This design comes from an exercise in tuning for small area, a short achievable clock period and few clock cycles per item on the open sky130 flow, not from production work.
Where RTL was checked, it was by simulation tests only, not by an equivalence proof against the original.
Function not checked in runs 1 and 2: the RTL went through the layout flow alone.
Power and IR drop assume default switching activity.

===== flow/run.sh =====
#!/bin/bash
# synth_recipe.tcl (not shown) runs the flow's synth.tcl, then flattens the netlist and writes it again
# the make line also repeats each setting of config.mk as NAME=value (left out here)
make -C /OpenROAD-flow-scripts/flow DESIGN_CONFIG=/design/flow/config.mk WORK_HOME=/design/flow/orfs CLKGATE_MAP_FILE= SYNTH_SCRIPT=/design/flow/synth_recipe.tcl finish

===== flow/config.mk =====
export PLATFORM = sky130hd
export DESIGN_NAME = rs544_dec
export DESIGN_NICKNAME = rs544_dec
export VERILOG_FILES = /design/flow/design.v
export SDC_FILE = /design/flow/constraint.sdc
export NUM_CORES = 8
export LEC_CHECK = 0
export CAP_MARGIN = 20
export CORE_MARGIN = 2
export CORE_UTILIZATION = 30
export SLEW_MARGIN = 20

===== flow/constraint.sdc =====
create_clock -name core_clock -period 16.0 [get_ports {clk}]
set_input_delay 3.2000 -clock core_clock [delete_from_list [all_inputs] [get_ports {clk}]]
set_output_delay 3.2000 -clock core_clock [all_outputs]
set_load 0.01 [all_outputs]

===== flow/design.v =====
module rs_gf_inv (
    input  wire [9:0] a,
    output wire [9:0] y
);
    localparam [99:0] ALPHA_2I = {10'h112, 10'h240, 10'h090, 10'h024, 10'h009,
        10'h100, 10'h040, 10'h010, 10'h004, 10'h001};
    function [9:0] gf_mul;
        input [9:0] a;
        input [9:0] b;
        reg   [9:0] p;
        reg   [9:0] s;
        integer     i;
        begin
            p = 10'd0;
            s = a;
            for (i = 0; i < 10; i = i + 1) begin
                if (b[i])
                    p = p ^ s;
                s = {s[8:0], 1'b0} ^ (s[9] ? 10'h009 : 10'h000);
            end
            gf_mul = p;
        end
    endfunction
    function [9:0] gf_sq;
        input [9:0] a;
        integer     i;
        begin
            gf_sq = 10'd0;
            for (i = 0; i < 10; i = i + 1)
                if (a[i])
                    gf_sq = gf_sq ^ ALPHA_2I[10*i +: 10];
        end
    endfunction
    function [9:0] gf_sqn;
        input [9:0]   a;
        input integer n;
        integer       i;
        begin
            gf_sqn = a;
            for (i = 0; i < n; i = i + 1)
                gf_sqn = gf_sq(gf_sqn);
        end
    endfunction
    wire [9:0] b1 = a;                               
    wire [9:0] b2 = gf_mul(gf_sqn(b1, 1), b1);       
    wire [9:0] b4 = gf_mul(gf_sqn(b2, 2), b2);       
    wire [9:0] b8 = gf_mul(gf_sqn(b4, 4), b4);       
    wire [9:0] b9 = gf_mul(gf_sqn(b8, 1), b1);       
    assign y = gf_sq(b9);
endmodule
module rs544_dec (
    input  wire         clk,
    input  wire         rst,
    input  wire         in_valid,
    output wire         in_ready,
    input  wire [9:0]   in_sym,
    output wire         out_valid,
    output wire         out_fail,
    output wire [3:0]   out_nerr,
    output wire [149:0] out_pos,
    output wire [149:0] out_val
);
    localparam [299:0] ALPHA_J = {10'h320, 10'h190, 10'h0c8, 10'h064, 10'h032,
        10'h019, 10'h208, 10'h104, 10'h082, 10'h041, 10'h224, 10'h112, 10'h089,
        10'h240, 10'h120, 10'h090, 10'h048, 10'h024, 10'h012, 10'h009, 10'h200,
        10'h100, 10'h080, 10'h040, 10'h020, 10'h010, 10'h008, 10'h004, 10'h002,
        10'h001};
    localparam [99:0] ALPHA_2I = {10'h112, 10'h240, 10'h090, 10'h024, 10'h009,
        10'h100, 10'h040, 10'h010, 10'h004, 10'h001};
    localparam [9:0] ALPHA_543 = 10'h3eb;
    localparam [9:0] ALPHA_M1  = 10'h204;    
    function [9:0] gf_mul;
        input [9:0] a;
        input [9:0] b;
        reg   [9:0] p;
        reg   [9:0] s;
        integer     i;
        begin
            p = 10'd0;
            s = a;
            for (i = 0; i < 10; i = i + 1) begin
                if (b[i])
                    p = p ^ s;
                s = {s[8:0], 1'b0} ^ (s[9] ? 10'h009 : 10'h000);
            end
            gf_mul = p;
        end
    endfunction
    function [9:0] gf_sq;
        input [9:0] a;
        integer     i;
        begin
            gf_sq = 10'd0;
            for (i = 0; i < 10; i = i + 1)
                if (a[i])
                    gf_sq = gf_sq ^ ALPHA_2I[10*i +: 10];
        end
    endfunction
    integer i;
    localparam BM_IDLE = 2'd0, BM_RUN = 2'd1, BM_DONE = 2'd2;
    reg        rdy;           
    reg [9:0]  icnt;          
    reg        a_v;           
    reg        a_first;
    reg        a_last;
    reg [9:0]  a_sym;
    reg [299:0] syn;
    reg        s_pend;        
    reg [319:0] cr;           
    reg        c_use;         
    reg        c_load;        
    reg [1:0]  bm_st;
    reg [4:0]  ph;            
    reg        ph0;           
    reg [169:0] lr;           
    reg [169:0] br;           
    reg [4:0]  r;             
    reg [9:0]  gam;
    reg [9:0]  dcur;          
    reg [9:0]  dacc;          
    reg [5:0]  kk;            
    reg [4:0]  ll;            
    reg [4:0]  mm;            
    reg [9:0]  btap;          
    reg [9:0]  srd;           
    reg [9:0]  kval;          
    reg [159:0] lc;           
    reg [159:0] bc;           
    reg [9:0]  xr;            
    reg [9:0]  pc;            
    reg        c_run;
    reg        ctag;          
    reg        cbig;          
    reg [4:0]  cl0, cl1;      
    reg [4:0]  cm0, cm1;      
    reg [9:0]  ck0, ck1;      
    reg        hand;          
    reg        stall;         
    reg        sk_v, sk_root, sk_last, sk_tag;
    reg        sk_end;        
    reg [9:0]  sk_bs, sk_od;
    reg [4:0]  nroots;
    reg        qv;
    reg        qtag;
    reg [9:0]  qp, qx, qb, qo;
    reg        dbusy;
    reg [3:0]  dstep;
    reg        dtag;
    reg [9:0]  dp, dx, da, dxx, dy;
    reg [3:0]  jcnt;          
    reg        eow_pend;
    reg        eow_tag;
    reg        eow_fail;
    reg        rb_v;
    reg [3:0]  rb_slot;
    reg [19:0] rb_d;
    reg [299:0] sr;           
    reg [3:0]  sph;           
    reg [3:0]  clr;           
    reg        pp;            
    reg        pf;
    reg [3:0]  pn;
    reg        ov, of;
    reg [3:0]  on;
    wire xfer = in_valid && rdy;
    assign in_ready = rdy;
    always @(posedge clk) begin
        a_sym   <= in_sym;
        a_first <= (icnt == 10'd0);
        a_last  <= (icnt == 10'd543);
        if (a_v)
            for (i = 0; i < 30; i = i + 1)
                syn[10*i +: 10] <= (a_first ? 10'd0 : gf_mul(syn[10*i +: 10], ALPHA_J[10*i +: 10])) ^ a_sym;
        for (i = 0; i < 32; i = i + 1)
            if (c_load && i < 30)
                cr[10*i +: 10] <= syn[10*i +: 10];
            else
                cr[10*i +: 10] <= cr[10*((i+1)%32) +: 10];
    end
    wire bm_run = (bm_st == BM_RUN);
    wire r0     = (r == 5'd0);
    wire [3:0] ci = 4'd15 - ph[3:0];      
    wire dummy  = (ph == 5'd16);
    wire dec = (dcur != 10'd0) && !kk[5];
    wire [4:0] m_next = dec ? 5'd1 : ((mm == 5'd31) ? 5'd31 : mm + 5'd1);
    wire [9:0] g_next = dec ? dcur : gam;
    wire [9:0] lam_old = r0 ? ((ph == 5'd15) ? 10'd1 : 10'd0) : lr[9:0];
    wire [9:0] bu_old  = r0 ? ((ph == 5'd15) ? 10'd1 : 10'd0) : br[9:0];
    wire       bmask   = !dummy && ({1'b0, ci} >= mm);
    wire [9:0] bm_v    = r0 ? ((ph == 5'd14) ? 10'd1 : 10'd0) : (bmask ? btap : 10'd0);
    wire [9:0] lam_new = gf_mul(gam, lam_old) ^ gf_mul(dcur, bm_v);
    wire [9:0] l_wb = !bm_run ? lr[9:0] : (dummy ? 10'd0 : lam_new);
    wire [9:0] b_wb = !bm_run ? br[9:0] : (dummy ? 10'd0 : (dec ? lam_old : bu_old));
    wire [9:0] prod = gf_mul(lr[169:160], srd);
    wire [4:0] tm   = dummy ? m_next : mm;
    wire [4:0] tidx = tm + 5'd1;
    reg  [9:0] tval;
    always @(*) begin
        tval = 10'd0;
        for (i = 1; i < 17; i = i + 1)
            if (tidx == i)
                tval = br[10*i +: 10];
    end
    wire [9:0] sval = r[0] ? cr[29:20] : cr[189:180];
    reg [9:0] ev_sum, od_sum, bs_sum;
    always @(*) begin
        ev_sum = 10'd0;
        od_sum = 10'd0;
        bs_sum = 10'd0;
        for (i = 0; i < 16; i = i + 1) begin
            if (i % 2 == 1)
                od_sum = od_sum ^ lc[10*i +: 10];
            else
                ev_sum = ev_sum ^ lc[10*i +: 10];
            bs_sum = bs_sum ^ bc[10*i +: 10];
        end
    end
    wire root_c = ((ev_sum ^ od_sum) == 10'd0);
    wire clast  = (pc == 10'd0);
    wire c_last = c_run && clast;
    wire [9:0] sk_x = sk_last ? ALPHA_543 : gf_mul(xr, ALPHA_M1);
    wire [9:0] sk_p = sk_last ? 10'd0 : pc + 10'd1;
    wire [4:0] sk_l = sk_tag ? cl1 : cl0;
    wire [4:0] d_m = dtag ? cm1 : cm0;
    wire [4:0] d_l = dtag ? cl1 : cl0;
    wire [3:0] widx = d_l[3:0] - 4'd1 - jcnt;
    wire [9:0] sq_in = (dstep <= 4'd5) ? dy : dxx;
    wire [9:0] sq1 = gf_sq(sq_in);
    wire [9:0] sq2 = gf_sq(sq1);
    wire [9:0] sq4 = gf_sq(gf_sq(sq2));
    reg  [9:0] ma, mb;
    always @(*) begin
        if (!dbusy) begin
            ma = qb;
            mb = qo;
        end else if (dstep <= 4'd5) begin
            ma = sq1;
            mb = d_m[5 - dstep] ? dx : 10'd1;
        end else if (dstep == 4'd6 || dstep == 4'd9) begin
            ma = sq1;
            mb = da;
        end else if (dstep == 4'd7) begin
            ma = sq2;
            mb = dxx;
        end else if (dstep == 4'd8) begin
            ma = sq4;
            mb = dxx;
        end else begin
            ma = sq1;
            mb = dy;
        end
    end
    wire [9:0] dmul = gf_mul(ma, mb);
    wire c_step   = c_run && !stall;
    wire sk_go    = sk_v && !stall;
    wire d_pop    = qv && !dbusy && !(eow_pend && (qtag != eow_tag));
    wire rb_drain = rb_v && !pp && (rb_slot == sph);
    wire d_last   = dbusy && (dstep == 4'd10);
    wire d_fin    = d_last && (!rb_v || rb_drain);
    wire eow_go   = eow_pend && !dbusy && !(qv && (qtag == eow_tag)) && !rb_v && !pp;
    wire present  = pp && (clr == 4'd0) && (sph == 4'd14);
    wire bm_end   = bm_run && dummy && (r == 5'd29);
    wire [1:0] bm_st_n = c_load ? BM_RUN :
                         (bm_st == BM_RUN)  ? (bm_end ? BM_DONE : BM_RUN) :
                         (bm_st == BM_DONE) ? (hand ? BM_IDLE : BM_DONE) : BM_IDLE;
    wire ph0_n    = (ph == 5'd16) || c_load;
    wire c_use_n  = c_load || (c_use && !(bm_run && dummy && r == 5'd28));
    wire s_pend_n = (a_v && a_last) || (s_pend && !c_load);
    wire stop_c   = sk_go && sk_end && !sk_last && (sk_tag == ctag);
    wire c_run_n  = hand || (c_run && !(c_step && clast) && !stop_c);
    wire [4:0] nroots_n = (sk_go && sk_end) ? 5'd0 : nroots + ((sk_go && sk_root) ? 5'd1 : 5'd0);
    wire [4:0] c_l = ctag ? cl1 : cl0;
    wire c_skip = (ll == 5'd0) || (ll > 5'd15);
    wire [9:0] pc_n = hand ? (c_skip ? 10'd0 : 10'd543) : (c_step ? pc - 10'd1 : pc);
    wire sk_v_n    = stall ? sk_v    : (c_run && !stop_c);
    wire sk_end_n  = stall ? sk_end  : (c_last || (c_run && root_c && !cbig && (nroots_n + 5'd1 == c_l)));
    wire sk_root_n = stall ? sk_root : (c_run && root_c && !cbig);
    wire sk_last_n = stall ? sk_last : c_last;
    wire sk_tag_n  = stall ? sk_tag  : ctag;
    wire qv_n      = (sk_go && sk_root) || (qv && !d_pop);
    wire qtag_n    = (sk_go && sk_root) ? sk_tag : qtag;
    wire dbusy_n   = d_pop || (dbusy && !d_fin);
    wire eow_pend_n = (sk_go && sk_end) || (eow_pend && !eow_go);
    wire eow_tag_n  = (sk_go && sk_end) ? sk_tag : eow_tag;
    wire d_pop_n   = qv_n && !dbusy_n && !(eow_pend_n && (qtag_n != eow_tag_n));
    wire stall_n   = sk_v_n && ((sk_root_n && qv_n && !d_pop_n) || (sk_end_n && eow_pend_n));
    wire hand_n    = (bm_st_n == BM_DONE) && ph0_n &&
                     (!c_run_n || ((pc_n == 10'd0) && !stall_n));
    wire c_load_n  = s_pend_n && !c_use_n && ((bm_st_n == BM_IDLE) || hand_n);
    assign out_valid = ov;
    assign out_fail  = of;
    assign out_nerr  = on;
    genvar g;
    generate
        for (g = 0; g < 15; g = g + 1) begin : g_out
            assign out_pos[10*g +: 10] = sr[20*g+10 +: 10];
            assign out_val[10*g +: 10] = sr[20*g +: 10];
        end
    endgenerate
    wire [19:0] s_wb = rb_drain ? rb_d : ((clr != 4'd0) ? 20'd0 : sr[19:0]);
    always @(posedge clk) begin
        lr <= {l_wb, lr[169:10]};
        br <= {b_wb, br[169:10]};
        sr <= {s_wb, sr[299:20]};
        btap <= tval;
        if (rst) begin
            rdy      <= 1'b0;
            icnt     <= 10'd0;
            a_v      <= 1'b0;
            s_pend   <= 1'b0;
            c_use    <= 1'b0;
            c_load   <= 1'b0;
            ph       <= 5'd0;
            ph0      <= 1'b1;
            bm_st    <= BM_IDLE;
            c_run    <= 1'b0;
            ctag     <= 1'b0;
            hand     <= 1'b0;
            stall    <= 1'b0;
            sk_v     <= 1'b0;
            nroots   <= 5'd0;
            qv       <= 1'b0;
            dbusy    <= 1'b0;
            jcnt     <= 4'd0;
            eow_pend <= 1'b0;
            rb_v     <= 1'b0;
            sph      <= 4'd0;
            clr      <= 4'd15;
            pp       <= 1'b0;
            ov       <= 1'b0;
        end else begin
            a_v <= xfer;
            if (xfer)
                icnt <= (icnt == 10'd543) ? 10'd0 : icnt + 10'd1;
            s_pend <= s_pend_n;
            c_use  <= c_use_n;
            c_load <= c_load_n;
            rdy <= !((c_use || (bm_st != BM_IDLE) || c_load) &&
                     (s_pend && !c_load || a_v && a_last || xfer && icnt == 10'd543));
            bm_st <= bm_st_n;
            ph    <= (ph == 5'd16 || c_load) ? 5'd0 : ph + 5'd1;
            ph0   <= ph0_n;
            if (c_load) begin
                r    <= 5'd0;
                gam  <= 10'd1;
                kk   <= 6'd0;
                ll   <= 5'd0;
                mm   <= 5'd1;
                dcur <= syn[9:0];
            end else if (bm_run && dummy) begin
                dcur <= dacc ^ prod;
                if (dec) begin
                    gam <= dcur;
                    kk  <= -kk - 6'd1;
                    ll  <= r + 5'd1 - ll;
                end else begin
                    kk  <= kk + 6'd1;
                end
                mm <= m_next;
                r  <= r + 5'd1;
            end
            c_run <= c_run_n;
            hand  <= hand_n;
            stall <= stall_n;
            if (hand) begin
                ctag <= !ctag;
                cbig <= (ll > 5'd15);
                if (ctag) begin
                    cl0 <= ll; cm0 <= mm; ck0 <= kval;
                end else begin
                    cl1 <= ll; cm1 <= mm; ck1 <= kval;
                end
            end
            sk_v    <= sk_v_n;
            sk_root <= sk_root_n;
            sk_last <= sk_last_n;
            sk_tag  <= sk_tag_n;
            nroots  <= nroots_n;
            sk_end  <= sk_end_n;
            eow_pend <= eow_pend_n;
            eow_tag  <= eow_tag_n;
            if (sk_go && sk_end)
                eow_fail <= (sk_l > 5'd15) || ((nroots + (sk_root ? 5'd1 : 5'd0)) != sk_l);
            qv    <= qv_n;
            qtag  <= qtag_n;
            dbusy <= dbusy_n;
            if (d_pop)
                dstep <= 4'd1;
            else if (dbusy && !d_last)
                dstep <= dstep + 4'd1;
            if (d_fin)
                jcnt <= jcnt + 4'd1;
            else if (eow_go)
                jcnt <= 4'd0;
            if (d_fin)
                rb_v <= 1'b1;
            else if (rb_drain)
                rb_v <= 1'b0;
            sph <= (sph == 4'd14) ? 4'd0 : sph + 4'd1;
            if (present || (eow_go && eow_fail))
                clr <= 4'd15;
            else if (clr != 4'd0)
                clr <= clr - 4'd1;
            if (eow_go)
                pp <= 1'b1;
            else if (present)
                pp <= 1'b0;
            ov <= present;
        end
        if (bm_run) begin
            if (ph == 5'd0)
                dacc <= 10'd0;
            else if (!dummy)
                dacc <= dacc ^ prod;
            if (ph == 5'd15 && r == 5'd29)
                srd <= g_next;
            else
                srd <= sval;
            if (bm_end)
                kval <= gf_sq(gf_sq(gf_sq(gf_sq(gf_sq(prod)))));    
        end
        if (hand) begin
            for (i = 0; i < 16; i = i + 1) begin
                lc[10*i +: 10] <= lr[10*(15-i) +: 10];
                bc[10*i +: 10] <= br[10*(15-i) +: 10];
            end
            xr <= 10'd1;
        end else if (c_step) begin
            for (i = 0; i < 16; i = i + 1) begin
                lc[10*i +: 10] <= gf_mul(lc[10*i +: 10], ALPHA_J[10*(15-i) +: 10]);
                bc[10*i +: 10] <= gf_mul(bc[10*i +: 10], ALPHA_J[10*(15-i) +: 10]);
            end
            xr <= gf_mul(xr, 10'h002);
        end
        pc <= pc_n;
        if (!stall) begin
            sk_bs <= bs_sum;
            sk_od <= od_sum;
        end
        if (sk_go && sk_root) begin
            qp <= sk_p;
            qx <= sk_x;
            qb <= sk_bs;
            qo <= sk_od;
        end
        if (d_pop) begin
            dtag <= qtag;
            dp   <= qp;
            dx   <= qx;
            da   <= dmul;
            dxx  <= dmul;
            dy   <= qtag ? ck1 : ck0;
        end else if (dbusy) begin
            if (dstep <= 4'd5)
                dy <= dmul;
            else if (dstep <= 4'd9)
                dxx <= dmul;
        end
        if (d_fin) begin
            rb_slot <= widx;
            rb_d    <= {dp, dmul};
        end
        if (eow_go) begin
            pf <= eow_fail;
            pn <= jcnt;
        end
        if (present) begin
            of <= pf;
            on <= pf ? 4'd0 : pn;
        end
    end
endmodule

==> results_dict.tcl, run 1 <==
set metrics [dict create \
    finalNetCount 7219 \
    postCtsHoldBufs 0 \
    synth.area.mux_share_pct 6.66 \
    yosysWarnings 3 \
    root_buffer "clkbuf_16" \
    fin_tns_setup_ps 0 \
    worstMarginPinSlew_ps 1150 \
    async_reset_ff_share_pct 0 \
    peakVddDrop_v 0.0000809 \
    place_ws_ps 10600 \
    hp-start "br[44]$_DFF_P_" \
    status "finished clean" \
    yosys-top-cells-area "edfxtp_1 (32%), dfxtp_1 (26%), xnor2_1 (12%)" \
    path_cells "ha_1 > inv_1 > ha_1 > nor2_1 > mux2i_1 > a21oi_2 > xnor2_1 > nand2_1 > xnor2_1 > xnor2_1 > xnor3_1 > xnor2_1 > o21a_1" \
    ios 320 \
    postCtsSetupRepairBufs 0 \
    endpoint_kind "flop" \
    synth_cell_types 97 \
    skew_ps 87.6 \
    drtIter0Drc 4092 \
    synth-seq-area-share_pct 58.1 \
    cp_max_fo 36 \
    clockBufferDepth 4 \
    grt_max_degree 155 \
    crit_slowest_cell "edfxtp_1" \
    synthXorXnorAreaFrac_pct 18.1 \
    fin_cells 10911 \
    crit_required_ps 16590 \
    die_h_um 527 \
    cpMostUsedCell "xnor2_1" \
    fp.dieArea_um2 278000 \
    gp_congestion 0.929 \
    synthAdderAreaFrac_pct 0.704 \
    yosys.area.top_type "edfxtp_1" \
    synth-edff-count 888 \
    period_needed_ps 5520 \
    timing.hold.ws_ps 306 \
    place_area_um2 89000 \
    rows 192 \
    ant_nets 0 \
    portBuffers 319 \
    power.density_nw_per_um2 111 \
    fin_crit_sh_pct 34.5 \
    hold_path.class "reg -> reg" \
    clkTransAtPathRegs_ps 70 \
    cap_violations 0 \
    numClockSinks 1940 \
    initial_utilization_pct 30.1 \
    synth_top_family_by_area "XOR/XNOR gates" \
    crit_arrival_ps 6110 \
    drive_gt1_share_pct 12.1 \
    hold_viol 0 \
    synth_cells 6946 \
    ys_ff_latch 1940 \
    path_class "reg -> reg" \
    clk_latency_ps 890 \
    fin_total_pwr_mw 10.6 \
    fp.dieW_um 527 \
    critPathMaxStageDelay_ps 1020 \
    synth_commonest_cells "xnor2_1 (1,122), dfxtp_1 (1,052), edfxtp_1 (888)" \
    fin_ws_ps 10480 \
    cts_tree "yes" \
    max_freq_mhz 181 \
    wire_per_inst_um 19.7 \
    routed_via_density 4.60 \
    synth_top_area_share_pct 32.5 \
    finalCoreUtilization_pct 35.1 \
    grt_antenna_before_repair 3 \
    post-synth-top-count-cell "xnor2_1" \
    grt_pass1_vias 50509 \
    synthFlopType "dfxtp_1" \
    synth_compound_area_share_pct 5.94 \
    grt_pass1_wl_um 323000 \
    p_leak_nw 33.5 \
    timing.rr.start "dstep[2]$_SDFFCE_PP0P_" \
    yosys.area_share.simple_pct 8.28 \
    crit_path_start "dstep[2]$_SDFFCE_PP0P_" \
    slew_violations 0 \
    hpwlAfterDp_um 149000 \
    drc 0 \
    first_pass_iters 6 \
    max-slew-margin-rel_pct 23.3 \
    vias 50216 \
    global_route.usage.total_pct 15.0 \
    final_area_um2 95800 \
    cts_inserted_buffers 197 \
    totalWireLength_um 215000 \
    globalRouteOverflowTotal 0 \
    htree_levels 4 \
    syn2layout_area_growth_pct 16.6 \
    synth_area_um2 82100 \
    cts_resized 0 \
    dp.cells 10549 \
    coreArea_um2 273000 \
    setup_violations 0 \
    grt_setup_unrepaired "false" \
    start_kind "flop" \
    avgSynthCellArea_um2 11.8 \
    syn-num-nets 7004 \
]
-- cell families (layout without fill, tap and decap cells) --
kind of cell	count (synthesis)	in the layout
buffers and inverters	467	841
AND/OR/NAND/NOR	1542	1542
XOR/XNOR	1674	1674
flip-flops	1940	1940
AO/OA/AOI/OAI	786	786
adder cells (fa/ha/maj)	45	45
multiplexers	492	492
other	0	2
-- power breakdown --
group | switching, mW | leakage (nW) | internal, mW
Combinational | 0.228 | 13.4 | 0.211
Sequential | 0.0955 | 16.8 | 5.30
Clock | 1.97 | 3.34 | 2.79
Total | 2.30 | 33.5 | 8.31
-- path summary, 6_finish.rpt --
path / to / slack [ps] / cells past startpoint
setup / recovery: dy[8]$_DFFE_PP_ / 10480 / 13
hold / removal: br[34]$_DFF_P_ / 310 / 0
setup reg to reg: dy[8]$_DFFE_PP_ / 10480 / 13
hold reg to reg: br[34]$_DFF_P_ / 310 / 0
-- layout make-up --
cell class                      count  area, um2
Antenna cell                        2       5.00
Clock buffer                      284       5950
Clock inverter                     74        779
Fill cell                       26636     177000
Inverter                          102        383
Multi-Input combinational cell   4539      32700
Sequential cell                  1940      47800
Tap cell                         3589       4490
Timing Repair Buffer              381       3710
-- sequential cells by signal, indices dropped and copies added (netlist names), 20 cells and up --
name and cells:
br 170, bc 160, rb_d 20, cr 320, lc 160, syn 300
lr 170, sr 300
-- critical path, delay by kind of cell (launching register included) --
family	cells	cell delay [ps]
flip-flops	1	1020
buffers and inverters	1	50
multiplexers	1	450
adder cells (fa/ha/maj)	2	640
AO/OA/AOI/OAI	2	430
AND/OR/NAND/NOR	2	950
XOR/XNOR	5	1670
-- metal layers --
metal  track usage [%]  up-vias  part of all wire (%)
met3              2.48      354                   5.7
met2              24.5     1431                    46
met4              4.72        0                   3.0
met1              20.1    24431                    45
met5                 0        -                     0
li1                  -    24000                     -
-- placed cells by master, fill, tap and decap left out, types with 12 or more instances in the layout --
cell	n
o21ai_0	344
nor2_1	497
nand2b_1	99
xor2_1	537
clkdlybuf4s50_1	318
and2_1	21
inv_1	99
dfxtp_1	1037
and3_1	29
o211ai_1	14
xnor2_1	1120
buf_4	58
or3_1	13
edfxtp_1	888
bufinv_16	12
ha_1	43
mux2i_1	57
nor3_1	42
nand4_1	14
xnor3_1	13
a31oi_1	12
mux2_2	435
or2_2	15
a21o_1	23
a22oi_1	30
clkbuf_8	31
nor2b_1	26
a21oi_1	133
nand2_1	639
clkinv_2	29
clkbuf_1	38
clkbuf_16	215
a22o_1	23
o221ai_1	23
o22ai_1	36
nand3_1	78
a211oi_1	33
==> run 2: changes to the inputs <==
==> flow/flow/run.sh (new file) <==
#!/bin/bash
# Layout flow: the standard flow (standard.sh, unchanged synthesis), with two settings:
#  - timing repair aims for 11.5 ns of setup slack at the design's 16 ns clock, so that the
#    repair steps work on every path longer than 4.5 ns instead of none;
#  - port buffers are buf_4 cells instead of the resizer's default pick (a delay cell).
set -euo pipefail
export SETUP_SLACK_MARGIN=11.5
export BUFFER_PORTS_ARGS="-buffer_cell sky130_fd_sc_hd__buf_4"
bash standard.sh > standard.log 2>&1
==> flow/standard.sh (new file) <==
#!/bin/bash
# synth_recipe.tcl (not shown) runs the flow's synth.tcl, then flattens the netlist and writes it again
# the make line also repeats each setting of config.mk as NAME=value (left out here)
make -C /OpenROAD-flow-scripts/flow DESIGN_CONFIG=/design/flow/config.mk WORK_HOME=/design/flow/orfs CLKGATE_MAP_FILE= SYNTH_SCRIPT=/design/flow/synth_recipe.tcl "${@:-finish}"
removed: flow/run.sh
==> results_dict.tcl, run 2 <==
set metrics [dict create \
    cp.depth 1 \
    cts_tree "yes" \
    crit_slowest_cell "edfxtp_1" \
    reg.largest.list "cr (320), sr (300), syn (300)" \
    ys_ff_latch 1940 \
    setup_violations 0 \
    syn2layout_area_growth_pct 18.3 \
    numClockSinks 1940 \
    fin_tns_setup_ps 0 \
    synth_commonest_cells "xnor2_1 (1,122), dfxtp_1 (1,052), edfxtp_1 (888)" \
    status "finished clean" \
    cts_inserted_buffers 197 \
    max_freq_mhz 216 \
    drc 0 \
    hold_viol 0 \
    drtIter0Drc 4276 \
    hpwlAfterDp_um 146000 \
    endpoint_kind "primary output" \
    clk_latency_ps 870 \
    post-synth-top-count-cell "xnor2_1" \
    yosys-top-cells-area "edfxtp_1 (32%), dfxtp_1 (26%), xnor2_1 (12%)" \
    synthFlopType "dfxtp_1" \
    hold_depth 0 \
    hp-start "cr[2]$_DFF_P_" \
    hold_path.class "reg -> reg" \
    totalWireLength_um 217000 \
    finalNetCount 7321 \
    crit_arrival_ps 1440 \
    cap_violations 0 \
    grt_setup_unrepaired "true" \
    skew_ps 81.4 \
    timing.hold.ws_ps 310 \
    coreArea_um2 273000 \
    worstRegToRegCells 15 \
    synth_area_um2 82100 \
    synth_cells 6946 \
    fp.dieW_um 527 \
    cp_max_fo 1 \
    yosys.area.top_type "edfxtp_1" \
    rows 192 \
    htree_levels 4 \
    synth_top_area_share_pct 32.5 \
    first_pass_iters 6 \
    peakVddDrop_v 0.000109 \
    ios 320 \
    global_route.usage.total_pct 15.1 \
    start_kind "flop" \
    portBuffers 319 \
    grt_antenna_before_repair 2 \
    vias 50892 \
    r2r-end "dy[9]$_DFFE_PP_" \
    crit_required_ps 12800 \
    cp_num_buf_inv 1 \
    synth-edff-count 888 \
    timing.rr.start "dstep[1]$_SDFFCE_PP0P_" \
    avgSynthCellArea_um2 11.8 \
    fin_total_pwr_mw 10.6 \
    syn-num-nets 7004 \
    die_h_um 527 \
    clkTransAtPathRegs_ps 60 \
    async_reset_ff_share_pct 0 \
    grt_max_degree 256 \
    initial_utilization_pct 30.1 \
    p_leak_nw 35.0 \
    period_needed_ps 4640 \
    power.density_nw_per_um2 109 \
    cp_top_family "flip-flops" \
    root_buffer "clkbuf_16" \
    final_area_um2 97200 \
    place_area_um2 88200 \
    slew_violations 0 \
    yosysWarnings 3 \
    fin_crit_sh_pct 29.0 \
    layout_commonest_cell "xnor2_1" \
    wire_per_inst_um 19.7 \
    critPathMaxStageDelay_ps 450 \
    synth_cell_types 97 \
    worstMarginPinSlew_ps 1160 \
    path_class "reg -> out" \
    r2r_slack_ps 11640 \
    max-slew-margin-rel_pct 22.9 \
    grt_pass1_vias 51191 \
    largest_register "cr" \
    hold_end "cr[312]$_DFF_P_" \
    path_cells "buf_6" \
    synth-seq-area-share_pct 58.1 \
    fp.dieArea_um2 278000 \
    drive_gt1_share_pct 21.5 \
    routed_via_density 4.62 \
    grt_pass1_wl_um 327000 \
    largest_reg_flops 320 \
    final_cell_mix "xnor2_1 (1,118), edfxtp_1 (888), dfxtp_1 (776), nand2_1 (639), xor2_1 (537)" \
    globalRouteOverflowTotal 0 \
    gp_congestion 0.890 \
    clockBufferDepth 4 \
    ant_nets 0 \
]
[run 2: cell counts after synthesis]
Identical to the previous run, type by type.
[run 2: where the power goes]
part,switching [mW],total [mW],internal [mW]
combinational,0.231,0.442,0.211
sequential,0.0935,5.39,5.29
clock,1.97,4.75,2.78
total,2.29,10.6,8.29
[run 2: layout make-up]
cell class / count / area [um2]
clock buffer: 276 / 5950
sequential: 1940 / 48200
antenna: 2 / 5.00
multi-input combinational: 4539 / 32900
fill: 26461 / 176000
inverter: 102 / 385
timing repair buffer: 483 / 4510
tap: 3589 / 4490
clock inverter: 78 / 767
[run 2: logic make-up (layout without fill, tap and decap cells)]
family / Yosys count / after routing / synth area share [%]
flip-flops: 1940 / 1940 / 58.1
XOR/XNOR: 1674 / 1674 / 18.1
AND/OR/NAND/NOR: 1542 / 1542 / 8.28
AO/OA/AOI/OAI: 786 / 786 / 5.94
multiplexers: 492 / 492 / 6.66
buffers and inverters: 467 / 939 / 2.20
adder cells (fa/ha/maj): 45 / 45 / 0.704
other: 0 / 2 / 0
[run 2: worst max-delay path by stage]
stage | start | to | slack, ps
final | of$_DFFE_PP_ | out_fail | 11360
after detailed placement | dstep[2]$_SDFFCE_PP0P_ | dy[5]$_DFFE_PP_ | 10690
after global routing | of$_DFFE_PP_ | out_fail | 11280
after CTS | of$_DFFE_PP_ | out_fail | 11270
after global placement | dstep[2]$_SDFFCE_PP0P_ | dy[5]$_DFFE_PP_ | 10640
after floorplan | rst | ck0[0]$_DFFE_PP_ | 11520
[run 2: through the flow]
stage / setup WS (ps) / std cells / utilization (%)
after floorplan: 11520 / 6946 / -
after global placement: 10640 / 10549 / 32.3
after detailed placement: 10690 / 10549 / 32.3
after CTS: 11270 / 10982 / 35.5
after global routing: 11280 / 11008 / 35.6
final: 11360 / 11009 / 35.6
[run 2: what timing repair did]
action                     CTS  global route
setup endpoints to repair  283           231
resized for setup          507            48
hold buffers                 0             0
gates cloned                 0             0
buffers inserted            79            23
pin swaps                    2             2
[run 2: per-layer routing]
metal / share of wire [%] / GRT usage (%)
met1: 46 / 20.6
met2: 47 / 24.7
met3: 5.0 / 2.15
met4: 2.7 / 4.35
met5: 0 / 0
==> run 3: changes to the inputs <==
--- a/flow/design.v
+++ b/flow/design.v
@@ -144,7 +144,8 @@
     reg        qtag;
     reg [9:0]  qp, qx, qb, qo;
     reg        dbusy;
-    reg [3:0]  dstep;
+    reg [10:1] ds;            
+    reg [4:0]  dmsh;          
     reg        dtag;
     reg [9:0]  dp, dx, da, dxx, dy;
     reg [3:0]  jcnt;          
@@ -221,10 +222,10 @@
     wire [9:0] sk_x = sk_last ? ALPHA_543 : gf_mul(xr, ALPHA_M1);
     wire [9:0] sk_p = sk_last ? 10'd0 : pc + 10'd1;
     wire [4:0] sk_l = sk_tag ? cl1 : cl0;
-    wire [4:0] d_m = dtag ? cm1 : cm0;
     wire [4:0] d_l = dtag ? cl1 : cl0;
     wire [3:0] widx = d_l[3:0] - 4'd1 - jcnt;
-    wire [9:0] sq_in = (dstep <= 4'd5) ? dy : dxx;
+    wire ystep = |ds[5:1];
+    wire [9:0] sq_in = ystep ? dy : dxx;
     wire [9:0] sq1 = gf_sq(sq_in);
     wire [9:0] sq2 = gf_sq(sq1);
     wire [9:0] sq4 = gf_sq(gf_sq(sq2));
@@ -233,16 +234,16 @@
         if (!dbusy) begin
             ma = qb;
             mb = qo;
-        end else if (dstep <= 4'd5) begin
+        end else if (ystep) begin
             ma = sq1;
-            mb = d_m[5 - dstep] ? dx : 10'd1;
-        end else if (dstep == 4'd6 || dstep == 4'd9) begin
+            mb = dmsh[4] ? dx : 10'd1;
+        end else if (ds[6] || ds[9]) begin
             ma = sq1;
             mb = da;
-        end else if (dstep == 4'd7) begin
+        end else if (ds[7]) begin
             ma = sq2;
             mb = dxx;
-        end else if (dstep == 4'd8) begin
+        end else if (ds[8]) begin
             ma = sq4;
             mb = dxx;
         end else begin
@@ -255,7 +256,7 @@
     wire sk_go    = sk_v && !stall;
     wire d_pop    = qv && !dbusy && !(eow_pend && (qtag != eow_tag));
     wire rb_drain = rb_v && !pp && (rb_slot == sph);
-    wire d_last   = dbusy && (dstep == 4'd10);
+    wire d_last   = ds[10];
     wire d_fin    = d_last && (!rb_v || rb_drain);
     wire eow_go   = eow_pend && !dbusy && !(qv && (qtag == eow_tag)) && !rb_v && !pp;
     wire present  = pp && (clr == 4'd0) && (sph == 4'd14);
@@ -321,6 +322,7 @@
             nroots   <= 5'd0;
             qv       <= 1'b0;
             dbusy    <= 1'b0;
+            ds       <= 10'd0;
             jcnt     <= 4'd0;
             eow_pend <= 1'b0;
             rb_v     <= 1'b0;
@@ -385,9 +387,11 @@
             qtag  <= qtag_n;
             dbusy <= dbusy_n;
             if (d_pop)
-                dstep <= 4'd1;
-            else if (dbusy && !d_last)
-                dstep <= dstep + 4'd1;
+                ds <= 10'd1;
+            else if (d_fin)
+                ds <= 10'd0;
+            else if (!d_last)
+                ds <= {ds[9:1], 1'b0};
             if (d_fin)
                 jcnt <= jcnt + 4'd1;
             else if (eow_go)
@@ -450,10 +454,13 @@
             da   <= dmul;
             dxx  <= dmul;
             dy   <= qtag ? ck1 : ck0;
-        end else if (dbusy) begin
-            if (dstep <= 4'd5)
-                dy <= dmul;
-            else if (dstep <= 4'd9)
+            dmsh <= qtag ? cm1 : cm0;
+        end else begin
+            if (ystep) begin
+                dy   <= dmul;
+                dmsh <= {dmsh[3:0], 1'b0};
+            end
+            if (|ds[9:6])
                 dxx <= dmul;
         end
         if (d_fin) begin
@@ -464,9 +471,7 @@
             pf <= eow_fail;
             pn <= jcnt;
         end
-        if (present) begin
-            of <= pf;
-            on <= pf ? 4'd0 : pn;
-        end
+        of <= pf;
+        on <= pf ? 4'd0 : pn;
     end
 endmodule
--- a/flow/config.mk
+++ b/flow/config.mk
@@ -8,4 +8,6 @@
 export CAP_MARGIN = 20
 export CORE_MARGIN = 2
 export CORE_UTILIZATION = 30
+export CTS_CLUSTER_DIAMETER = 80
+export CTS_CLUSTER_SIZE = 25
 export SLEW_MARGIN = 20
==> results_dict.tcl, run 3 <==
set metrics [dict create \
    endpoint_kind "primary output" \
    syn-num-nets 6881 \
    first_pass_iters 6 \
    synth_commonest_cells "xnor2_1 (1,114), dfxtp_1 (1,067), edfxtp_1 (884)" \
    drc 0 \
    reg.largest.list "cr (320), sr (300), syn (300)" \
    portBuffers 319 \
    max-slew-margin-rel_pct 24.5 \
    timing.hold.ws_ps 320 \
    root_buffer "clkbuf_16" \
    synth_cell_types 102 \
    ant_nets 0 \
    synth-edff-count 884 \
    period_needed_ps 4500 \
    syn2layout_area_growth_pct 12.4 \
    swShare_pct 23.0 \
    grt_use_met3_pct 1.79 \
    slew_violations 0 \
    fin_tns_setup_ps 0 \
    drive_gt1_share_pct 17.1 \
    largest_register "cr" \
    global_route.usage.total_pct 14.2 \
    use_met2_pct 23.5 \
    synth-seq-area-share_pct 58.7 \
    power.density_nw_per_um2 96.8 \
    place_area_um2 87700 \
    power_frac_comb_pct 5.1 \
    cp_num_buf_inv 1 \
    clkTransAtPathRegs_ps 90 \
    power_switching_mw 2.05 \
    seq_power_share_pct 60.9 \
    cap_violations 0 \
    rows 191 \
    power_frac_clock_pct 33.9 \
    synth_area_um2 81600 \
    routed_via_density 4.57 \
    cp_max_fo 2 \
    hold_viol 0 \
    async_reset_ff_share_pct 0 \
    hold_path.class "reg -> reg" \
    ys_ff_latch 1951 \
    clk_latency_ps 760 \
    finalNetCount 7034 \
    p_leak_nw 32.3 \
    largest_reg_flops 320 \
    grt_max_degree 257 \
    start_kind "flop" \
    antenna_cells 0 \
    drtIter0Drc 3769 \
    cts_inserted_buffers 101 \
    gp_congestion 0.886 \
    post-synth-top-count-cell "xnor2_1" \
    crit_arrival_ps 1300 \
    busiest_layer "met2" \
    avgSynthCellArea_um2 11.9 \
    fin_total_pwr_mw 8.88 \
    crit_required_ps 12800 \
    cts_tree "yes" \
    grt_antenna_before_repair 0 \
    globalRouteOverflowTotal 0 \
    totalWireLength_um 203000 \
    setup_violations 0 \
    ios 320 \
    die_h_um 526 \
    final_area_um2 91700 \
    synth_top_area_share_pct 32.5 \
    yosysWarnings 3 \
    fp.dieW_um 526 \
    initial_utilization_pct 30.1 \
    cp_top_family "flip-flops" \
    grt_pass1_wl_um 307000 \
    wire_per_inst_um 19.1 \
    hpwlAfterDp_um 139000 \
    finalCoreUtilization_pct 33.9 \
    peakVddDrop_v 0.0000832 \
    fp.dieArea_um2 276000 \
    vias 48639 \
    grt_pass1_vias 48819 \
    synth_cells 6831 \
    worstMarginPinSlew_ps 1130 \
    crit_slowest_cell "dfxtp_4" \
    grtUsageMet1_pct 19.4 \
    fin_crit_sh_pct 28.1 \
    path_cells "buf_6" \
    final_cell_mix "xnor2_1 (1,114), dfxtp_1 (908), edfxtp_1 (884), nand2_1 (696), xor2_1 (549)" \
    yosys.area.top_type "edfxtp_1" \
    path_class "reg -> out" \
    intPower_mw 6.84 \
    coreArea_um2 271000 \
    htree_levels 3 \
    numClockSinks 1951 \
    clockBufferDepth 3 \
    yosys-top-cells-area "edfxtp_1 (33%), dfxtp_1 (26%), xnor2_1 (12%)" \
    status "finished clean" \
    critPathMaxStageDelay_ps 430 \
    max_freq_mhz 222 \
    synthFlopType "dfxtp_1" \
    grt_setup_unrepaired "true" \
    layout_commonest_cell "xnor2_1" \
    skew_ps 52.5 \
]
[run 3: worst register-to-register path: cells and delay by family, from the launching register on]
| kind | cells | cell delay [ps] |
|---|---|---|
| compound gates | 7 | 1680 |
| flops | 1 | 660 |
| buf+inv | 1 | 240 |
| simple gates | 4 | 1610 |
[run 3: cells by family after synthesis]
family | Yosys count | share of synthesized area [%]
AO/OA/AOI/OAI | 686 | 5.09
XOR/XNOR | 1696 | 18.7
adder cells (fa/ha/maj) | 37 | 0.586
buffers and inverters | 416 | 2.01
flip-flops | 1951 | 58.7
multiplexers | 499 | 6.81
AND/OR/NAND/NOR | 1546 | 8.13
[run 3: repair_timing]
action	CTS	global route
gates resized for setup	214	28
hold buffers	0	0
pin swaps	0	1
cloned	0	1
setup buffers	20	1
setup endpoints to repair	140	49
[run 3: final timing paths]
path              cells after the start               from               to  slack (ps)
hold / removal                        0    lr[123]$_DFF_P_  lr[113]$_DFF_P_         320
hold reg to reg                       0    lr[123]$_DFF_P_  lr[113]$_DFF_P_         320
setup reg to reg                     12  dcur[3]$_DFFE_PP_  btap[1]$_DFF_P_       11770
setup / recovery                      1    sr[189]$_DFF_P_      out_val[99]       11500
[run 3: final cells by class]
type                    instances  area (um2)
clock buffers                 150        2850
clock inverters                36         509
fillers                     26635      179000
inverters                      61         231
multi-input cells            4465       32200
flip-flops and latches       1951       48200
well taps                    3570        4470
repair buffers                404        3290
[run 3: per-stage QoR]
step / worst slack, ps / instances
after global placement: 10840 / 10428
after floorplan: 11510 / 6831
after CTS: 11410 / 10634
final: 11500 / 10637
after global routing: 11430 / 10637
after detailed placement: 10930 / 10428
[run 3: power groups by stage]
stage / registers (mW) / clock network [mW] / logic [mW]
3_3_place_gp: 5.53 / 0 / 0.450
3_5_place_dp: 5.54 / 0 / 0.456
5_1_grt: 5.43 / 3.27 / 0.509
4_1_cts: 5.42 / 3.10 / 0.462
6_report: 5.41 / 3.01 / 0.456
2_1_floorplan: 5.50 / 0 / 0.372
[run 3: routing by layer]
layer | vias up | part of all wire, % | routed length, um
met1 | 23825 | 46 | 93200
met3 | 245 | 4.6 | 9300
met5 | - | 0 | 0
li1 | 23284 | - | -
met4 | 0 | 2.4 | 4880
met2 | 1285 | 47 | 95400
Testbench counts of run 3, summed over its fixed seeds: cycles 111,465, items 192.
==> run 4: changes to the inputs <==
--- a/flow/design.v
+++ b/flow/design.v
@@ -122,8 +122,6 @@
     reg [4:0]  ll;            
     reg [4:0]  mm;            
     reg [9:0]  btap;          
-    reg [9:0]  srd;           
-    reg [9:0]  kval;          
     reg [159:0] lc;           
     reg [159:0] bc;           
     reg [9:0]  xr;            
@@ -192,7 +190,9 @@
     wire [9:0] lam_new = gf_mul(gam, lam_old) ^ gf_mul(dcur, bm_v);
     wire [9:0] l_wb = !bm_run ? lr[9:0] : (dummy ? 10'd0 : lam_new);
     wire [9:0] b_wb = !bm_run ? br[9:0] : (dummy ? 10'd0 : (dec ? lam_old : bu_old));
-    wire [9:0] prod = gf_mul(lr[169:160], srd);
+    wire       bm_end = bm_run && dummy && (r == 5'd29);
+    wire [9:0] mac_b;
+    wire [9:0] prod = gf_mul(lr[169:160], mac_b);
     wire [4:0] tm   = dummy ? m_next : mm;
     wire [4:0] tidx = tm + 5'd1;
     reg  [9:0] tval;
@@ -202,7 +202,7 @@
             if (tidx == i)
                 tval = br[10*i +: 10];
     end
-    wire [9:0] sval = r[0] ? cr[29:20] : cr[189:180];
+    assign mac_b = bm_end ? g_next : (r[0] ? cr[19:10] : cr[179:170]);
     reg [9:0] ev_sum, od_sum, bs_sum;
     always @(*) begin
         ev_sum = 10'd0;
@@ -260,7 +260,6 @@
     wire d_fin    = d_last && (!rb_v || rb_drain);
     wire eow_go   = eow_pend && !dbusy && !(qv && (qtag == eow_tag)) && !rb_v && !pp;
     wire present  = pp && (clr == 4'd0) && (sph == 4'd14);
-    wire bm_end   = bm_run && dummy && (r == 5'd29);
     wire [1:0] bm_st_n = c_load ? BM_RUN :
                          (bm_st == BM_RUN)  ? (bm_end ? BM_DONE : BM_RUN) :
                          (bm_st == BM_DONE) ? (hand ? BM_IDLE : BM_DONE) : BM_IDLE;
@@ -368,9 +367,9 @@
                 ctag <= !ctag;
                 cbig <= (ll > 5'd15);
                 if (ctag) begin
-                    cl0 <= ll; cm0 <= mm; ck0 <= kval;
+                    cl0 <= ll; cm0 <= mm;
                 end else begin
-                    cl1 <= ll; cm1 <= mm; ck1 <= kval;
+                    cl1 <= ll; cm1 <= mm;
                 end
             end
             sk_v    <= sk_v_n;
@@ -416,12 +415,12 @@
                 dacc <= 10'd0;
             else if (!dummy)
                 dacc <= dacc ^ prod;
-            if (ph == 5'd15 && r == 5'd29)
-                srd <= g_next;
+        end
+        if (bm_end) begin
+            if (ctag)
+                ck0 <= gf_sq(gf_sq(gf_sq(gf_sq(gf_sq(prod)))));
             else
-                srd <= sval;
-            if (bm_end)
-                kval <= gf_sq(gf_sq(gf_sq(gf_sq(gf_sq(prod)))));    
+                ck1 <= gf_sq(gf_sq(gf_sq(gf_sq(gf_sq(prod)))));
         end
         if (hand) begin
             for (i = 0; i < 16; i = i + 1) begin
==> flow/flow/run.sh (replaced) <==
#!/bin/bash
# Layout flow: the standard flow (standard.sh, with its synthesis unchanged) and these
# settings, passed to ORFS through the environment:
#  - timing repair aims for 11.5 ns of setup slack at the design's 16 ns clock, so that the
#    repair steps work on every path longer than 4.5 ns instead of none;
#  - port buffers are buf_2 cells instead of the resizer's default pick (a delay cell);
#  - clock tree: sinks clustered in groups of up to 25 within 80 um, no dummy loads.
set -euo pipefail
export SETUP_SLACK_MARGIN=11.5
export BUFFER_PORTS_ARGS="-buffer_cell sky130_fd_sc_hd__buf_2"
export CTS_ARGS="-sink_clustering_enable -repair_clock_nets -sink_clustering_size 25 -sink_clustering_max_diameter 80 -dont_use_dummy_load"
bash standard.sh > standard.log 2>&1
--- a/flow/config.mk
+++ b/flow/config.mk
@@ -8,6 +8,4 @@
 export CAP_MARGIN = 20
 export CORE_MARGIN = 2
 export CORE_UTILIZATION = 30
-export CTS_CLUSTER_DIAMETER = 80
-export CTS_CLUSTER_SIZE = 25
 export SLEW_MARGIN = 20
==> results_dict.tcl, run 4 <==
set metrics [dict create \
    status "finished clean" \
    crit_required_ps 12800 \
    die_h_um 525 \
    seq_power_share_pct 62.9 \
    peakVddDrop_v 0.0000823 \
    coreArea_um2 271000 \
    critPathMaxStageDelay_ps 440 \
    worstRegToRegCells 16 \
    wire_per_inst_um 19.9 \
    worstMarginPinSlew_ps 1260 \
    gp_congestion 0.949 \
    grt_max_degree 252 \
    cp_top_family "flip-flops" \
    synth_commonest_cells "xnor2_1 (1,086), dfxtp_1 (1,067), edfxtp_1 (864)" \
    power_frac_comb_pct 5.3 \
    hp-start "cr[7]$_DFF_P_" \
    crit_slowest_cell "dfxtp_4" \
    synth_cell_types 89 \
    avgSynthCellArea_um2 11.8 \
    drc 0 \
    post-synth-top-count-cell "xnor2_1" \
    ios 320 \
    totalWireLength_um 213000 \
    synth_top_area_share_pct 31.9 \
    r2r-end "ck0[0]$_DFFE_PP_" \
    skew_ps 98.7 \
    cp.depth 1 \
    route.met3.wl_um 11300 \
    fin_cells 10692 \
    synth-edff-count 864 \
    finalNetCount 7173 \
    grt_pass1_vias 49070 \
    slew_violations 0 \
    fin_crit_sh_pct 28.6 \
    clk_latency_ps 800 \
    power_switching_mw 1.88 \
    drive_gt1_share_pct 20.1 \
    swShare_pct 22.2 \
    cp_max_fo 2 \
    root_buffer "clkbuf_16" \
    top_layer_used "met4" \
    hold_end "cr[317]$_DFF_P_" \
    synth_cells 6876 \
    r2r_slack_ps 11600 \
    drtIter0Drc 4398 \
    met1_length_um 95900 \
    largest_reg_flops 320 \
    power.density_nw_per_um2 91.6 \
    clockBufferDepth 3 \
    initial_utilization_pct 30.1 \
    fp.dieArea_um2 276000 \
    synth-seq-area-share_pct 58.1 \
    numClockSinks 1931 \
    fill_cells 26726 \
    cts_tree "yes" \
    hold_path.class "reg -> reg" \
    final_cell_mix "xnor2_1 (1,081), edfxtp_1 (864), dfxtp_1 (755), nand2_1 (589)" \
    grt_setup_unrepaired "true" \
    power_frac_clock_pct 31.9 \
    intPower_mw 6.60 \
    cts_inserted_buffers 104 \
    cap_violations 0 \
    fin_tns_setup_ps 0 \
    syn-num-nets 6926 \
    max-slew-margin-rel_pct 15.9 \
    async_reset_ff_share_pct 0 \
    syn2layout_area_growth_pct 13.7 \
    synthFlopType "dfxtp_1" \
    routed_via_density 4.65 \
    p_leak_nw 32.8 \
    fp.dieW_um 525 \
    vias 49735 \
    reg.largest.list "cr (320), sr (300), syn (300)" \
    hold_viol 0 \
    rows 191 \
    path_cells "buf_6" \
    yosys-top-cells-area "edfxtp_1 (32%), dfxtp_1 (26%), xnor2_1 (12%)" \
    postCtsHoldBufs 0 \
    period_needed_ps 4580 \
    crit_arrival_ps 1380 \
    setup_violations 0 \
    globalRouteOverflowTotal 0 \
    hold_depth 0 \
    endpoint_kind "primary output" \
    start_kind "flop" \
    path_class "reg -> out" \
    yosys.area.top_type "edfxtp_1" \
    yosysWarnings 3 \
    portBuffers 319 \
    ys_ff_latch 1931 \
    global_route.usage.total_pct 14.8 \
    first_pass_iters 5 \
    htree_levels 3 \
    dp.cells 10464 \
    timing.rr.start "r[0]$_SDFFCE_PP0P_" \
    ant_nets 0 \
    clkTransAtPathRegs_ps 100 \
    hpwlAfterDp_um 145000 \
    max_freq_mhz 218 \
    grt_antenna_before_repair 4 \
    layout_commonest_cell "xnor2_1" \
    met2_length_um 99600 \
    largest_register "cr" \
    cp_num_buf_inv 1 \
    synth_area_um2 81400 \
    grt_pass1_wl_um 318000 \
]
==> run 4: how the worst max path moves through the flow <==
| stage | start | endpoint | slack [ps] |
|---|---|---|---|
| after global routing | sr[49]$_DFF_P_ | out_val[29] | 11370 |
| after CTS | sr[9]$_DFF_P_ | out_val[9] | 11360 |
| after global placement | dcur[6]$_DFFE_PP_ | ck0[5]$_DFFE_PP_ | 10850 |
| after detailed placement | dcur[6]$_DFFE_PP_ | ck0[5]$_DFFE_PP_ | 10850 |
| after floorplan | rst | dcur[0]$_DFFE_PP_ | 11520 |
| final | sr[49]$_DFF_P_ | out_val[29] | 11420 |
==> run 4: repair_timing <==
item / CTS / global route
setup endpoints to repair: 324 / 233
cloned: 1 / 0
resized for setup: 630 / 53
pin swaps: 2 / 6
setup buffers: 89 / 31
==> run 4: cells by family after synthesis <==
logic type,after synthesis,synth area share (%)
flip-flops,1931,58.1
XOR/XNOR,1660,18.4
AND/OR/NAND/NOR,1513,8.09
AO/OA/AOI/OAI,769,5.79
multiplexers,502,6.83
buffers and inverters,464,2.21
adder cells (fa/ha/maj),37,0.587
==> run 4: cell type report <==
cell class,instances,area [um2],share of cell area (%)
Timing Repair Buffer,503,4630,5.00
Inverter,101,379,0.410
Antenna cell,1,2.50,0.00270
Tap cell,3570,4470,4.83
Multi-Input combinational cell,4482,32700,35.3
Sequential cell,1931,47800,51.7
Clock buffer,104,2600,2.81
==> run 4: stage by stage <==
stage                     cell area (um2)  power (mW)  utilization [%]  worst slack [ps]  hold WS [ps]
after floorplan                     81500        5.78                -             11520           310
after global placement              86700        5.89             32.0             10850           317
after detailed placement            86700        5.90             32.0             10850           312
after CTS                           92000        8.57             34.0             11360           289
after global routing                92600        8.78             34.2             11370           281
final                               92600        8.48             34.2             11420           290
==> run 4: power by group through the flow <==
stage / registers, mW / clock network [mW] / logic (mW)
after floorplan: 5.42 / 0 / 0.360
after global placement: 5.45 / 0 / 0.437
after detailed placement: 5.45 / 0 / 0.446
after CTS: 5.33 / 2.79 / 0.451
after global routing: 5.34 / 2.94 / 0.495
final: 5.33 / 2.70 / 0.447
==> run 4: metal layers <==
layer  up-vias  GRT usage, %
met5         -             0
met4         0          4.19
met3       240          2.20
met2      1496          24.4
met1     24344          20.2
li1      23655             -
Testbench counts of run 4, summed over its fixed seeds: cycles 111,465, items 192.
==> run 5: changes to the inputs <==
--- a/flow/design.v
+++ b/flow/design.v
@@ -122,6 +122,8 @@
     reg [4:0]  ll;            
     reg [4:0]  mm;            
     reg [9:0]  btap;          
+    reg [9:0]  srd;           
+    reg [9:0]  kval;          
     reg [159:0] lc;           
     reg [159:0] bc;           
     reg [9:0]  xr;            
@@ -177,22 +179,20 @@
                 cr[10*i +: 10] <= cr[10*((i+1)%32) +: 10];
     end
     wire bm_run = (bm_st == BM_RUN);
-    wire r0     = (r == 5'd0);
+    wire r1     = (r == 5'd1);      
     wire [3:0] ci = 4'd15 - ph[3:0];      
     wire dummy  = (ph == 5'd16);
     wire dec = (dcur != 10'd0) && !kk[5];
     wire [4:0] m_next = dec ? 5'd1 : ((mm == 5'd31) ? 5'd31 : mm + 5'd1);
     wire [9:0] g_next = dec ? dcur : gam;
-    wire [9:0] lam_old = r0 ? ((ph == 5'd15) ? 10'd1 : 10'd0) : lr[9:0];
-    wire [9:0] bu_old  = r0 ? ((ph == 5'd15) ? 10'd1 : 10'd0) : br[9:0];
+    wire [9:0] lam_old = r1 ? ((ph == 5'd15) ? 10'd1 : ((ph == 5'd14 && ll != 5'd0) ? gam : 10'd0)) : lr[9:0];
+    wire [9:0] bu_old  = r1 ? ((ph == 5'd15) ? 10'd1 : 10'd0) : br[9:0];
     wire       bmask   = !dummy && ({1'b0, ci} >= mm);
-    wire [9:0] bm_v    = r0 ? ((ph == 5'd14) ? 10'd1 : 10'd0) : (bmask ? btap : 10'd0);
+    wire [9:0] bm_v    = r1 ? (({1'b0, ci} == mm && !dummy) ? 10'd1 : 10'd0) : (bmask ? btap : 10'd0);
     wire [9:0] lam_new = gf_mul(gam, lam_old) ^ gf_mul(dcur, bm_v);
     wire [9:0] l_wb = !bm_run ? lr[9:0] : (dummy ? 10'd0 : lam_new);
     wire [9:0] b_wb = !bm_run ? br[9:0] : (dummy ? 10'd0 : (dec ? lam_old : bu_old));
-    wire       bm_end = bm_run && dummy && (r == 5'd29);
-    wire [9:0] mac_b;
-    wire [9:0] prod = gf_mul(lr[169:160], mac_b);
+    wire [9:0] prod = gf_mul(lr[169:160], srd);
     wire [4:0] tm   = dummy ? m_next : mm;
     wire [4:0] tidx = tm + 5'd1;
     reg  [9:0] tval;
@@ -202,7 +202,7 @@
             if (tidx == i)
                 tval = br[10*i +: 10];
     end
-    assign mac_b = bm_end ? g_next : (r[0] ? cr[19:10] : cr[179:170]);
+    wire [9:0] sval = r[0] ? cr[199:190] : cr[39:30];
     reg [9:0] ev_sum, od_sum, bs_sum;
     always @(*) begin
         ev_sum = 10'd0;
@@ -259,7 +259,8 @@
     wire d_last   = ds[10];
     wire d_fin    = d_last && (!rb_v || rb_drain);
     wire eow_go   = eow_pend && !dbusy && !(qv && (qtag == eow_tag)) && !rb_v && !pp;
-    wire present  = pp && (clr == 4'd0) && (sph == 4'd14);
+    wire present  = pp && (clr == 4'd0) && (sph == 4'd2);
+    wire bm_end   = bm_run && dummy && (r == 5'd29);
     wire [1:0] bm_st_n = c_load ? BM_RUN :
                          (bm_st == BM_RUN)  ? (bm_end ? BM_DONE : BM_RUN) :
                          (bm_st == BM_DONE) ? (hand ? BM_IDLE : BM_DONE) : BM_IDLE;
@@ -293,8 +294,8 @@
     genvar g;
     generate
         for (g = 0; g < 15; g = g + 1) begin : g_out
-            assign out_pos[10*g +: 10] = sr[20*g+10 +: 10];
-            assign out_val[10*g +: 10] = sr[20*g +: 10];
+            assign out_pos[10*g +: 10] = sr[20*((g+12)%15)+10 +: 10];
+            assign out_val[10*g +: 10] = sr[20*((g+12)%15) +: 10];
         end
     endgenerate
     wire [19:0] s_wb = rb_drain ? rb_d : ((clr != 4'd0) ? 20'd0 : sr[19:0]);
@@ -342,12 +343,12 @@
             ph    <= (ph == 5'd16 || c_load) ? 5'd0 : ph + 5'd1;
             ph0   <= ph0_n;
             if (c_load) begin
-                r    <= 5'd0;
-                gam  <= 10'd1;
-                kk   <= 6'd0;
-                ll   <= 5'd0;
-                mm   <= 5'd1;
-                dcur <= syn[9:0];
+                r    <= 5'd1;
+                gam  <= (syn[9:0] != 10'd0) ? syn[9:0] : 10'd1;
+                kk   <= (syn[9:0] != 10'd0) ? 6'h3f : 6'd1;
+                ll   <= (syn[9:0] != 10'd0) ? 5'd1 : 5'd0;
+                mm   <= (syn[9:0] != 10'd0) ? 5'd1 : 5'd2;
+                dcur <= syn[19:10] ^ gf_sq(syn[9:0]);    
             end else if (bm_run && dummy) begin
                 dcur <= dacc ^ prod;
                 if (dec) begin
@@ -367,9 +368,9 @@
                 ctag <= !ctag;
                 cbig <= (ll > 5'd15);
                 if (ctag) begin
-                    cl0 <= ll; cm0 <= mm;
+                    cl0 <= ll; cm0 <= mm; ck0 <= kval;
                 end else begin
-                    cl1 <= ll; cm1 <= mm;
+                    cl1 <= ll; cm1 <= mm; ck1 <= kval;
                 end
             end
             sk_v    <= sk_v_n;
@@ -415,12 +416,12 @@
                 dacc <= 10'd0;
             else if (!dummy)
                 dacc <= dacc ^ prod;
-        end
-        if (bm_end) begin
-            if (ctag)
-                ck0 <= gf_sq(gf_sq(gf_sq(gf_sq(gf_sq(prod)))));
+            if (ph == 5'd15 && r == 5'd29)
+                srd <= g_next;
             else
-                ck1 <= gf_sq(gf_sq(gf_sq(gf_sq(gf_sq(prod)))));
+                srd <= sval;
+            if (bm_end)
+                kval <= gf_sq(gf_sq(gf_sq(gf_sq(gf_sq(prod)))));    
         end
         if (hand) begin
             for (i = 0; i < 16; i = i + 1) begin
==> results_dict.tcl, run 5 <==
set metrics [dict create \
    htree_levels 3 \
    largest_register "cr" \
    cp_max_fo 2 \
    routed_via_density 4.62 \
    max_freq_mhz 223 \
    fp.dieArea_um2 277000 \
    critPathMaxStageDelay_ps 400 \
    cap_violations 0 \
    period_needed_ps 4490 \
    hold_path.class "reg -> reg" \
    synthFlopType "dfxtp_1" \
    hpwlAfterDp_um 142000 \
    cts_inserted_buffers 102 \
    hold_depth 0 \
    grt_pass1_vias 48670 \
    yosysWarnings 3 \
    syn-num-nets 6887 \
    timing.rr.start "dcur[5]$_DFFE_PP_" \
    max-slew-margin-rel_pct 24.8 \
    rows 191 \
    die_h_um 527 \
    fin_tns_setup_ps 0 \
    clk_latency_ps 770 \
    reg.largest.list "cr (320), sr (300), syn (300)" \
    first_pass_iters 6 \
    worstRegToRegCells 12 \
    setup_violations 0 \
    skew_ps 148 \
    totalWireLength_um 204000 \
    r2r_slack_ps 11710 \
    largest_reg_flops 320 \
    avgSynthCellArea_um2 12.0 \
    yosys-top-cells-area "edfxtp_1 (32%), dfxtp_1 (26%), xnor2_1 (12%)" \
    synth-seq-area-share_pct 58.4 \
    endpoint_kind "primary output" \
    start_kind "flop" \
    vias 48734 \
    synth-edff-count 884 \
    initial_utilization_pct 30.2 \
    status "finished clean" \
    grt_pass1_wl_um 308000 \
    hold_end "lr[62]$_DFF_P_" \
    grt_max_degree 171 \
    power.density_nw_per_um2 94.5 \
    timing.hold.ws_ps 274 \
    worstMarginPinSlew_ps 1130 \
    path_class "reg -> out" \
    portBuffers 319 \
    r2r-end "btap[9]$_DFF_P_" \
    drc 0 \
    clockBufferDepth 3 \
    layout_commonest_cell "xnor2_1" \
    peakVddDrop_v 0.0000899 \
    grt_setup_unrepaired "true" \
    clkTransAtPathRegs_ps 90 \
    final_cell_mix "xnor2_1 (1,142), dfxtp_1 (940), edfxtp_1 (884), nand2_1 (617), xor2_1 (536)" \
    root_buffer "clkbuf_16" \
    synth_cells 6837 \
    async_reset_ff_share_pct 0 \
    cts_tree "yes" \
    global_route.usage.total_pct 14.2 \
    drive_gt1_share_pct 16.2 \
    numClockSinks 1951 \
    hp-start "lr[72]$_DFF_P_" \
    final_area_um2 90400 \
    synth_cell_types 108 \
    globalRouteOverflowTotal 0 \
    path_cells "buf_6" \
    drtIter0Drc 4033 \
    hold_viol 0 \
    crit_slowest_cell "dfxtp_4" \
    ys_ff_latch 1951 \
    ios 320 \
    synth_commonest_cells "xnor2_1 (1,142), dfxtp_1 (1,067), edfxtp_1 (884)" \
    wire_per_inst_um 19.3 \
    fin_crit_sh_pct 28.1 \
    postCtsHoldBufs 0 \
    crit_arrival_ps 1290 \
    slew_violations 0 \
    coreArea_um2 271000 \
    post-synth-top-count-cell "xnor2_1" \
    gp_congestion 0.877 \
    p_leak_nw 31.8 \
    synth_top_area_share_pct 32.4 \
    syn2layout_area_growth_pct 10.3 \
    cp_top_family "flip-flops" \
    ant_nets 0 \
    cp_num_buf_inv 1 \
    grt_antenna_before_repair 2 \
    synth_area_um2 82000 \
    place_area_um2 87100 \
    finalNetCount 7035 \
    crit_required_ps 12800 \
    fp.dieW_um 527 \
    yosys.area.top_type "edfxtp_1" \
]
[run 5: cell types whose count changed after synthesis, sizes merged, moves of 14 or more]
cell	before	now
xnor2	1086	1146
a31oi	29	15
o21ai	335	352
edfxtp	864	884
clkbuf	315	290
nor2b	41	19
a211oi	34	20
a22oi	19	41
o211ai	11	29
xnor3	30	11
nand2	590	618
inv	101	79
a21oi	134	110
nor2	545	500
[run 5: worst max-delay path by stage]
stage                       start                end  slack, ps  depth (start not counted)
2_1_floorplan      a_v$_SDFF_PP0_  c_load$_SDFF_PP0_      11360                          3
3_3_place_gp   r[0]$_SDFFCE_PP1P_    lr[164]$_DFF_P_      10890                         12
3_5_place_dp   r[0]$_SDFFCE_PP1P_    lr[164]$_DFF_P_      10850                         12
4_1_cts           sr[150]$_DFF_P_       out_pos[100]      11440                          1
5_1_grt           sr[150]$_DFF_P_       out_pos[100]      11440                          1
6_report          sr[150]$_DFF_P_       out_pos[100]      11510                          1
[run 5: what timing repair did]
item,in CTS,in global routing
endpoints found under the setup margin,114,56
gates cloned,0,1
gates resized for setup,185,28
pin swaps,1,1
buffers inserted,15,1
[run 5: cell families (layout without fill, tap and decap cells)]
group                    after synthesis  after routing  synth area share, %
other                                  0              1                    0
AO/OA/AOI/OAI                        759            759                 5.93
flip-flops                          1951           1951                 58.4
adder cells (fa/ha/maj)               37             37                0.583
AND/OR/NAND/NOR                     1463           1463                 7.74
XOR/XNOR                            1696           1696                 18.4
multiplexers                         503            503                 6.81
buffers and inverters                428            574                 2.12
[run 5: per-layer routing]
layer | wire length [um] | share of wire (%) | GRT usage [%]
met1 | 93300 | 46 | 19.5
met2 | 97800 | 48 | 24.1
met3 | 9310 | 4.6 | 1.57
met4 | 3760 | 1.8 | 2.69
met5 | 0 | 0 | 0
[run 5: report_power, final]
part	switching, mW	internal (mW)	leakage, nW
Combinational	0.241	0.224	13.7
Clock	1.53	1.13	1.26
Sequential	0.103	5.32	16.8
[run 5: cell type report]
cell class | instances | area (um2)
well taps | 3570 | 4470
repair inverters | 1 | 5.00
diodes | 1 | 2.50
fillers | 26776 | 181000
multi-input cells | 4458 | 32400
repair buffers | 390 | 2500
flip-flops and latches | 1951 | 48100
inverters | 81 | 310
clock buffers | 102 | 2550
[run 5: stage by stage]
step | power [mW] | instances | setup slack, ps | utilization [%]
2_1_floorplan | 5.89 | 6837 | 11360 | -
6_report | 8.55 | 10554 | 11510 | 33.3
3_5_place_dp | 6.01 | 10433 | 10850 | 32.1
5_1_grt | 8.87 | 10553 | 11440 | 33.3
4_1_cts | 8.64 | 10550 | 11440 | 33.3
3_3_place_gp | 6.00 | 10433 | 10890 | 32.1
Testbench counts of run 5, summed over its fixed seeds: cycles 111,264, items 192.

==> afterwards: timing with drivers on the ports <==
The results above use ideal ports. As a check the final layouts listed here were re-extracted and re-timed, cells and wires unchanged. Step 1 sets driving cells, clkbuf_16 on the clock port and buf_2 on the other inputs (assumed; they add their load-dependent delay and slew). Step 2 times the ports against the registers' clock, not the clock port: input delays grow and output delays shrink by t, the midpoint of the rising clock arrivals with the driver on. Slacks: no drivers / after step 1 / after step 2; pairs: no drivers / after step 1.
| run | shift t [ns] | setup WS [ns] | worst setup path at the end | pins driven straight from the clock port |
|---|---|---|---|---|
| run 1 | 0.963 | 10.481 / 10.481 / 10.481 | register to register | 1 |
| run 2 | 0.941 | 11.363 / 11.250 / 11.093 | input to register | 1 |
| run 3 | 0.820 | 11.500 / 11.418 / 11.051 | input to register | 1 |
| run 4 | 0.842 | 11.420 / 11.343 / 11.065 | input to register | 1 |
| run 5 | 0.783 | 11.510 / 11.432 / 10.974 | input to register | 1 |
After both steps every run listed still meets setup and hold. For run 5, which loses most, drivers alone change the setup slack by -0.078 ns; drivers and shift together by -0.536 ns.
